This design comes from an exercise in tuning for small area and a short achievable clock period on the open sky130 flow, not from production work.
RTL that was checked went through simulation tests only; none was proved equivalent to the original.

Setup of the previous run:
==> flow/design.v (excerpt) <==
module ck_crc_bank (
    input  wire        clk,
    input  wire        rst_n,      
    input  wire        req,        
    input  wire        we,         
    input  wire [7:0]  addr,       
    input  wire [31:0] wdata,
    input  wire [3:0]  wstrb,      
    output wire        rvalid,     
    output wire [31:0] rdata
);
==> flow/config.mk <==
export PLATFORM = sky130hd
export DESIGN_NAME = ck_crc_bank
export DESIGN_NICKNAME = ck_crc_bank
export VERILOG_FILES = /design/flow/design.v
export SDC_FILE = /design/flow/constraint.sdc
export NUM_CORES = 4
export LEC_CHECK = 0
export CAP_MARGIN = 20
export CORE_MARGIN = 2
export CORE_UTILIZATION = 40
export SLEW_MARGIN = 20
==> flow/constraint.sdc <==
create_clock -name core_clock -period 30.0 [get_ports {clk}]
set_input_delay 6.0000 -clock core_clock [delete_from_list [all_inputs] [get_ports {clk}]]
set_output_delay 6.0000 -clock core_clock [all_outputs]
set_load 0.01 [all_outputs]
standard.sh (not shown) runs the stock make flow with config.mk's settings and CLKGATE_MAP_FILE= SYNTH_SCRIPT=/design/flow/synth_recipe.tcl, a recipe that flattens the netlist after the stock synthesis.
==> flow/flow/run.sh <==
#!/bin/bash
# Layout: the standard flow (standard synthesis included), with the
# resizer asked for extra setup margin so that it sizes the netlist for a
# shorter achieved period. Clock, constraints and scripts are unchanged.
set -euo pipefail
MARGIN=$(cat flow/margin.txt)
bash standard.sh SETUP_SLACK_MARGIN=$MARGIN finish > flow_make.log 2>&1
==> flow/flow/margin.txt <==
22
Inputs modified between the previous run and the current run:
--- a/flow/design.v
+++ b/flow/design.v
@@ -8,64 +8,62 @@
     input  wire [3:0]  wstrb,      
     output wire        rvalid,     
     output wire [31:0] rdata
 );
     reg [2:0]  cfg_poly [0:7];
     reg        cfg_finv [0:7];
     reg        cfg_refl [0:7];
     reg [31:0] val      [0:7];
     reg        s_rd;                   
     reg        s_inv0, s_inv1, s_inv2;  
     reg        s_wcfg, s_wval;         
     reg        s_f32, s_f16, s_f8, s_seed;
-    reg [7:0]  s_u;                    
+    reg [2:0]  s_u;                    
     reg [31:0] s_w;                    
     reg [31:0] s_cv;                   
     reg [2:0]  s_cp;                   
     reg        s_cf, s_cr;
     wire [2:0] unit = addr[7:5];
     wire [2:0] rsel = addr[4:2];
     wire wr = req && we && (wstrb == 4'hF);
     wire rd = req && !we;
     integer k;
     wire        any_w = s_wcfg | s_wval | s_f32 | s_f16 | s_f8;
     wire [31:0] nval;                  
-    wire [7:0]  dec   = 8'b1 << unit;
-    wire [7:0]  vstal = s_u & {8{any_w}};
-    wire [7:0]  cstal = s_u & {8{s_wcfg}};
+    wire        hit   = (unit == s_u);
     wire        use_v = we || rsel == 3'd1 || rsel == 3'd2;
     wire        use_c = !we && rsel == 3'd0;
     reg  [31:0] a_v;
     reg  [2:0]  a_p;
     reg         a_f, a_r;
     always @* begin
-        a_v = (|(dec & vstal)) ? nval : 32'h0;
-        a_p = (|(dec & cstal)) ? s_w[4:2] : 3'b0;
-        a_f = (|(dec & cstal)) && s_w[1];
-        a_r = (|(dec & cstal)) && s_w[0];
+        a_v = (hit && any_w) ? nval : 32'h0;
+        a_p = (hit && s_wcfg) ? s_w[4:2] : 3'b0;
+        a_f = hit && s_wcfg && s_w[1];
+        a_r = hit && s_wcfg && s_w[0];
         for (k = 0; k < 8; k = k + 1) begin
-            if (dec[k] && !vstal[k])
+            if (unit == k && !(any_w && s_u == k))
                 a_v = a_v | val[k];
-            if (dec[k] && !cstal[k]) begin
+            if (unit == k && !(s_wcfg && s_u == k)) begin
                 a_p = a_p | cfg_poly[k];
                 a_f = a_f | cfg_finv[k];
                 a_r = a_r | cfg_refl[k];
             end
         end
     end
     wire a_w8  = a_p[2];
     wire a_w16 = a_p[1] & a_p[0];
     wire a_inv = rd && rsel == 3'd2 && a_f;
     always @(posedge clk) begin
-        s_u  <= dec;
+        s_u  <= unit;
         s_w  <= wdata;
         s_cv <= use_c ? {27'b0, a_p, a_f, a_r} : (use_v ? a_v : 32'h0);
         s_cp <= a_p;
         s_cf <= a_f;
         s_cr <= a_r;
         if (!rst_n) begin
             s_rd <= 1'b0;
             s_inv0 <= 1'b0; s_inv1 <= 1'b0; s_inv2 <= 1'b0;
             s_wcfg <= 1'b0; s_wval <= 1'b0;
             s_f32 <= 1'b0; s_f16 <= 1'b0; s_f8 <= 1'b0; s_seed <= 1'b0;
         end else begin
             s_rd   <= rd;
@@ -180,22 +178,22 @@
     assign r[30] = lower[30] ^ (ps14 & (u[16])) ^ (ps43 & (u[0] ^ u[11])) ^ (ps15 & (u[15])) ^ (ps38 & (u[27])) ^ (ps16 & (u[14])) ^ (ps18 & (u[4])) ^ (ps32 & (u[17])) ^ (ps19 & (u[2])) ^ (ps39 & (u[18])) ^ (ps23 & (u[24] ^ u[26])) ^ (ps24 & (u[13])) ^ (ps33 & (u[3] ^ u[19])) ^ (ps25 & (u[1])) ^ (ps34 & (u[5] ^ u[21])) ^ (ps41 & (u[8])) ^ (ps35 & (u[28] ^ u[29])) ^ (ps26 & (u[22])) ^ (ps27 & (u[7] ^ u[23])) ^ (ps28 & (u[9] ^ u[31])) ^ (ps29 & (u[6] ^ u[25])) ^ (ps30 & (u[20])) ^ (ps42 & (u[30])) ^ (u[10]);
     assign r[31] = lower[31] ^ (ps14 & (u[17])) ^ (ps43 & (u[1] ^ u[12])) ^ (ps15 & (u[16])) ^ (ps38 & (u[28])) ^ (ps16 & (u[15])) ^ (ps18 & (u[5])) ^ (ps32 & (u[18])) ^ (ps19 & (u[3])) ^ (ps39 & (u[19])) ^ (ps23 & (u[25] ^ u[27])) ^ (ps24 & (u[14])) ^ (ps33 & (u[4] ^ u[20])) ^ (ps25 & (u[2])) ^ (ps34 & (u[6] ^ u[22])) ^ (ps41 & (u[9])) ^ (ps35 & (u[29] ^ u[30])) ^ (ps26 & (u[23])) ^ (ps27 & (u[8] ^ u[24])) ^ (ps28 & (u[10])) ^ (ps29 & (u[7] ^ u[26])) ^ (ps30 & (u[21])) ^ (ps42 & (u[31])) ^ (u[11]);
     wire [31:0] rr = rev32(r);
     wire [31:0] fold = cr ? (rr & cmask) : (w8 ? {24'b0, r[31:24]} : (w16 ? {16'b0, r[31:16]} : r));
     wire [31:0] vmask_new = (s_w[4:2] == 3'b100) ? 32'h0000_00FF :
                             (s_w[4:2] == 3'b011) ? 32'h0000_FFFF : 32'hFFFF_FFFF;
     assign nval = s_wcfg ? (cv & vmask_new) :
                   s_wval ? (s_w & cmask) : fold;
     wire [31:0] vbus = nval | {32{!rst_n}};
     wire [4:0]  cbus = rst_n ? s_w[4:0] : 5'b000_11;
     always @(posedge clk) begin
         for (k = 0; k < 8; k = k + 1) begin
-            if (!rst_n || (any_w && s_u[k]))
+            if (!rst_n || (any_w && s_u == k))
                 val[k] <= vbus;
-            if (!rst_n || (s_wcfg && s_u[k])) begin
+            if (!rst_n || (s_wcfg && s_u == k)) begin
                 cfg_poly[k] <= cbus[4:2];
                 cfg_finv[k] <= cbus[1];
                 cfg_refl[k] <= cbus[0];
             end
         end
     end
 endmodule
Notes after the runs:
Against the previous run, global-route wire length before repair in the current run rose slightly.
The current run | stages: all done | timing, DRC, antenna: all pass
When the final numbers for the previous run and the current run were put side by side, the number of antenna violations at the first check in global routing turned out to be smaller in the current run.
Across both runs, measured slew at the worst slew-check pin was higher for the current run than for the previous run.
Delay of the slowest cell on the worst path in the current run is 0.11 ns lower than in the previous run
The current run vs the previous run — last weighted congestion value of the routability-driven placer dropped by a few percent
Going from the previous run to the current run, starting density of the core shrinks by 0.32 points.
The current run ended up with more standard cells than the previous run.
For the previous run, the timing startpoint of the critical path was s_cv[18]$_SDFF_PP0_, unlike the current run, where it was s_cv[22]$_SDFF_PP0_.
The current run: placed instance area about 0.5% above the previous run
Comparing the previous run and the current run, the higher fraction of final layout cells with drive strength greater than 1 was measured on the previous run.
The current run vs. the previous run: global-route usage grew by 0.65 points, data arrival time of the critical path -0.02 ns.
Re post-CTS repair timing setup buffer count: no difference whatsoever between the previous run and the current run.
Between the previous run and the current run, share of the synthesized area in compound gates (AO/OA/AOI/OAI) is lower for the previous run, the current run comes in above that.
STATUS minimum clock period: the current run wins against the previous run
Only the layout flow was run in the current run; the RTL was not checked for function there.


Another version of the RTL of ck_crc_bank (not shown whole).
Size in the first run: ~2,800 cells after synthesis, about 390 flip-flops, roughly 81 I/O pins, about 28,000 um2 of cells after synthesis.
export LEC_CHECK = 0
export CAP_MARGIN = 20
export CORE_MARGIN = 2
export CORE_UTILIZATION = 40
export SLEW_MARGIN = 20
create_clock -name core_clock -period 30.0 [get_ports {clk}]
==> flow/flow/run.sh <==
#!/bin/bash
# Layout: the standard flow (standard synthesis included), run with the
# extra ORFS make variables listed in flow/make_args.txt: a setup margin for
# the resizer so that it sizes the netlist for a shorter achieved period, and
# the port buffer cell. Clock, constraints and scripts are unchanged.
set -euo pipefail
mapfile -t ARGS < <(grep -v '^#' flow/make_args.txt | grep -v '^$')
bash standard.sh "${ARGS[@]}" finish > flow_make.log 2>&1
==> flow/flow/make_args.txt <==
SETUP_SLACK_MARGIN=22
MATCH_CELL_FOOTPRINT=0
BUFFER_PORTS_ARGS=-buffer_cell sky130_fd_sc_hd__buf_2
Rerun with:
--- a/flow/design.v
+++ b/flow/design.v
@@ -8,37 +8,38 @@
     input  wire [3:0]  wstrb,      
     output wire        rvalid,     
     output wire [31:0] rdata
 );
     reg [2:0]  cfg_poly [0:7];
     reg        cfg_finv [0:7];
     reg        cfg_refl [0:7];
     reg [31:0] val      [0:7];
     reg        s_rd;                   
-    reg        s_rv, s_rc;             
     reg        s_inv0, s_inv1, s_inv2;  
     reg        s_wcfg, s_wval;         
     reg        s_f32, s_f16, s_f8, s_seed;
     reg [7:0]  s_u;                    
     reg [31:0] s_w;                    
     reg [31:0] s_cv;                   
     reg [2:0]  s_cp;                   
     reg        s_cf, s_cr;
     wire [2:0] unit = addr[7:5];
     wire [2:0] rsel = addr[4:2];
     wire wr = req && we && (wstrb == 4'hF);
     wire rd = req && !we;
     integer k;
     wire        any_w = s_wcfg | s_wval | s_f32 | s_f16 | s_f8;
     wire [31:0] nval;                  
     wire [7:0]  dec   = 8'b1 << unit;
     wire [7:0]  vstal = s_u & {8{any_w}};
     wire [7:0]  cstal = s_u & {8{s_wcfg}};
+    wire        use_v = we || rsel == 3'd1 || rsel == 3'd2;
+    wire        use_c = !we && rsel == 3'd0;
     reg  [31:0] a_v;
     reg  [2:0]  a_p;
     reg         a_f, a_r;
     always @* begin
         a_v = (|(dec & vstal)) ? nval : 32'h0;
         a_p = (|(dec & cstal)) ? s_w[4:2] : 3'b0;
         a_f = (|(dec & cstal)) && s_w[1];
         a_r = (|(dec & cstal)) && s_w[0];
         for (k = 0; k < 8; k = k + 1) begin
@@ -51,45 +52,42 @@
             end
         end
     end
     wire a_w8  = a_p[2];
     wire a_w16 = a_p[1] & a_p[0];
     wire a_inv = rd && rsel == 3'd2 && a_f;
     always @(posedge clk) begin
         s_u  <= dec;
         s_w  <= wdata;
-        s_cv <= a_v;
+        s_cv <= use_c ? {27'b0, a_p, a_f, a_r} : (use_v ? a_v : 32'h0);
         s_cp <= a_p;
         s_cf <= a_f;
         s_cr <= a_r;
         if (!rst_n) begin
-            s_rd <= 1'b0; s_rv <= 1'b0; s_rc <= 1'b0;
+            s_rd <= 1'b0;
             s_inv0 <= 1'b0; s_inv1 <= 1'b0; s_inv2 <= 1'b0;
             s_wcfg <= 1'b0; s_wval <= 1'b0;
             s_f32 <= 1'b0; s_f16 <= 1'b0; s_f8 <= 1'b0; s_seed <= 1'b0;
         end else begin
             s_rd   <= rd;
-            s_rv   <= rd && (rsel == 3'd1 || rsel == 3'd2);
-            s_rc   <= rd && rsel == 3'd0;
             s_inv0 <= a_inv;
             s_inv1 <= a_inv && !a_w8;
             s_inv2 <= a_inv && !a_w8 && !a_w16;
             s_wcfg <= wr && rsel == 3'd0 && wdata[4:2] <= 3'b100;
             s_wval <= wr && rsel == 3'd1;
             s_f32  <= wr && (rsel == 3'd3 || rsel == 3'd4);
             s_f16  <= wr && rsel == 3'd5;
             s_f8   <= wr && rsel == 3'd6;
             s_seed <= rsel == 3'd3;
         end
     end
     assign rvalid = s_rd;
-    assign rdata  = ({32{s_rv}} & (s_cv ^ {{16{s_inv2}}, {8{s_inv1}}, {8{s_inv0}}}))
-                  | ({32{s_rc}} & {27'b0, s_cp, s_cf, s_cr});
+    assign rdata  = s_cv ^ {{16{s_inv2}}, {8{s_inv1}}, {8{s_inv0}}};
     function [31:0] rev32;
         input [31:0] x;
         integer i;
         for (i = 0; i < 32; i = i + 1) rev32[i] = x[31-i];
     endfunction
     wire [31:0] cv = s_cv;
     wire [2:0]  cp = s_cp;
     wire        cr = s_cr;
     wire w8  = cp[2];
Outcome: Worst hold slack is better by 0.060 ns; design area is lower by 2.2%; routed wire length is lower by 0.54%; non-clock buffer count climbs by 28.
Function not checked in the first run of this note: the RTL went through the layout flow alone.

[port drivers added, routing unchanged]
In the flow no input, the clock included, has a driving cell. The finished layouts below were timed again as built, in two steps. Step 1, drivers: a clkbuf_16 drives clk and a buf_2 each remaining input, both assumed. Step 2 adds t to the input delays and takes it off the output delays; t is the mean of the earliest and latest rising clock arrival at the registers after step 1. Input paths then give back, and output paths get back, about the clock's delay inside the block. Three values: ideal, step 1, step 2; two values: the first two.
run	t (ns)	setup WS [ns]	worst setup path after step 2	worst register clock-pin slew, ns
the previous run	0.579	21.969 / 21.915 / 21.612	input to register	0.07 / 0.07
the current run	0.573	21.992 / 21.941 / 21.592	input to register	0.07 / 0.07
the first run of note 2	0.595	22.098 / 22.106 / 21.511	input to register	0.08 / 0.08
the second run of note 2	0.574	22.084 / 22.097 / 21.523	input to register	0.06 / 0.06
After both steps setup and hold are still met in every run listed. The setup slack of the first run of note 2, which loses most, moves by +0.008 ns with the drivers and by -0.587 ns with both steps.
